This is an optimization exercise on Yosys and OpenROAD, whose aim is small area, a short achievable clock period and few clock cycles per item, not a production implementation.
Function was checked by simulation only, so behaviour that the tests miss may differ from the original.
Power figures rest on the tool's default switching activity, not on a simulated workload.

== job 5944 ==
// cmp_coder
module cmp_coder (
    input  wire        clk,
    input  wire        rst,
    input  wire        start,
    input  wire        cfg_cfa,
    input  wire [1:0]  cfg_depth,
    input  wire [14:0] cfg_height,
    output wire        busy,
    input  wire        in_valid,
    input  wire [15:0] in_data,
    output wire        in_ready,
    output wire        out_valid,
    output wire [31:0] out_data,
    input  wire        out_ready,
    output wire        blk_valid,
    output wire [18:0] blk_len,
    output wire [7:0]  blk_chk,
    output wire        blk_raw,
    output wire        blk_last
);
    integer i, j;
    reg        busy_r;        
    reg        idle_r;        
    reg        stall_r;       
    reg        rdy_r;         
    wire       adv = ~stall_r;
    wire       act = ~idle_r;
    reg        cfa;
    reg [1:0]  depth;
    reg [14:0] hm1;           
    wire [4:0]  bits = 5'd10 + {2'b00, depth, 1'b0};
    wire [15:0] mask = (depth == 2'd0) ? 16'h03FF :
                       (depth == 2'd1) ? 16'h0FFF :
                       (depth == 2'd2) ? 16'h3FFF : 16'hFFFF;
    wire [15:0] half = (depth == 2'd0) ? 16'h0200 :
                       (depth == 2'd1) ? 16'h0800 :
                       (depth == 2'd2) ? 16'h2000 : 16'h8000;
    always @(posedge clk) begin
        if (idle_r) begin
            cfa   <= cfg_cfa;
            depth <= cfg_depth;
            hm1   <= cfg_height - 15'd1;
        end
    end
    reg [15:0] in_r;
    reg        inv_r;
    assign in_ready = rdy_r;
    always @(posedge clk) begin
        if (adv)
            in_r <= in_data;
        if (rst)
            inv_r <= 1'b0;
        else if (adv)
            inv_r <= in_valid & (act | start);
    end
    reg [5:0]  x;
    reg [14:0] y;
    wire shift_in = inv_r & adv;
    always @(posedge clk) begin
        if (idle_r) begin
            x <= 6'd0;
  ...
Size in the first run: ~7100 cells after synthesis, roughly 3600 flip-flops, ~100 I/O pins, roughly 0.13 mm^2 of cells after synthesis.
Settings: LEC_CHECK=0, CAP_MARGIN=20, CORE_MARGIN=2, CORE_UTILIZATION=55, CTS_BUF_LIST=sky130_fd_sc_hd__clkbuf_16, CTS_CLUSTER_DIAMETER=100, CTS_CLUSTER_SIZE=25, SLEW_MARGIN=20, TNS_END_PERCENT=20; clock period 11.0 ns.
standard.sh (not shown) runs the stock make flow with config.mk's settings and CLKGATE_MAP_FILE= SYNTH_SCRIPT=/design/flow/synth_recipe.tcl, a recipe that flattens the netlist after the stock synthesis.
==> flow/flow/run.sh <==
#!/bin/bash
set -o pipefail
bash standard.sh SETUP_SLACK_MARGIN=7.45 finish > standard_flow.log 2>&1
Both conditions hold for job 5944: the flow ran to the end and the final layout passed the timing, DRC and antenna checks.
Testbench counts of job 5944, summed over its fixed seeds: cycles 80,840, pixels 80,512.
The inputs of job 4130 differ from those of job 5944 as listed below.
- TNS_END_PERCENT no longer set, was 20
==> flow/flow/run.sh <==
#!/bin/bash
set -o pipefail
bash standard.sh SETUP_SLACK_MARGIN=7.6 finish > standard_flow.log 2>&1
==> results.txt <==
- Changes observed in job 4130 relative to job 5944: final design area excluding fillers now larger, via count now larger, met3 usage comparable, part of the power in the clock network now smaller.
- Type of the setup path with the least slack: flip-flop to flip-flop -> job 4130, flip-flop to output pin -> job 5944
What job 7179 does differently from job 4130 at the input level:
- CORE_UTILIZATION now 65, was 55
==> flow/flow/run.sh <==
#!/bin/bash
set -o pipefail
bash standard.sh SETUP_SLACK_MARGIN=7.45 finish > standard_flow.log 2>&1
--- outcome ---
Job 7179 packs its core tighter than job 4130. Relative to job 4130, job 7179 improves via count. Cmp job 7179 and job 4130 / register-to-register setup slack / lower: job 4130. Across both runs, wire length of the first global-routing pass was lower for job 7179 than for job 4130. Number of clock-tree buffers in the layout went down by a few percent going from job 4130 to job 7179. Between job 7179 and job 4130, the number of cells in the design after placement is lower for job 7179. Job 7179 vs job 4130 — combinational power dropped 5.3%. Compared job 7179 against job 4130; area occupied by registers within noise. When job 7179 is measured against job 4130, its sequential cell fraction of total power turns out 1.0 points higher. Job 4130 → job 7179: combinational cell fraction of total power down 0.6 points; hold slack flat.

## afterwards: timing with drivers on the ports
The flow's constraints put no driver on any port. The routed layouts listed below were extracted and timed again, unchanged, in two steps. Step 1, drivers: a clkbuf_16 drives clk and a buf_2 each remaining input, both assumed. Step 2 times the ports against the registers' clock, not the clock port: input delays grow and output delays shrink by t, the midpoint of the rising clock arrivals with the driver on. a / b / c = no drivers / after step 1 / after step 2; a / b = the first two.
| run | shift t [ns] | setup WS [ns] | worst slew at a driven data input, ns | pins driven straight from the clock port |
|---|---|---|---|---|
| job 5944 | 0.915 | 7.329 / 7.232 / 6.690 | 0.15 | 1 |
| job 4130 | 0.916 | 7.374 / 7.334 / 6.816 | 0.15 | 1 |
| job 7179 | 0.936 | 7.414 / 7.336 / 6.729 | 0.20 | 1 |
After both steps setup and hold are still met in every run listed. For job 7179, which loses most, drivers alone change the setup slack by -0.078 ns; drivers and shift together by -0.685 ns.
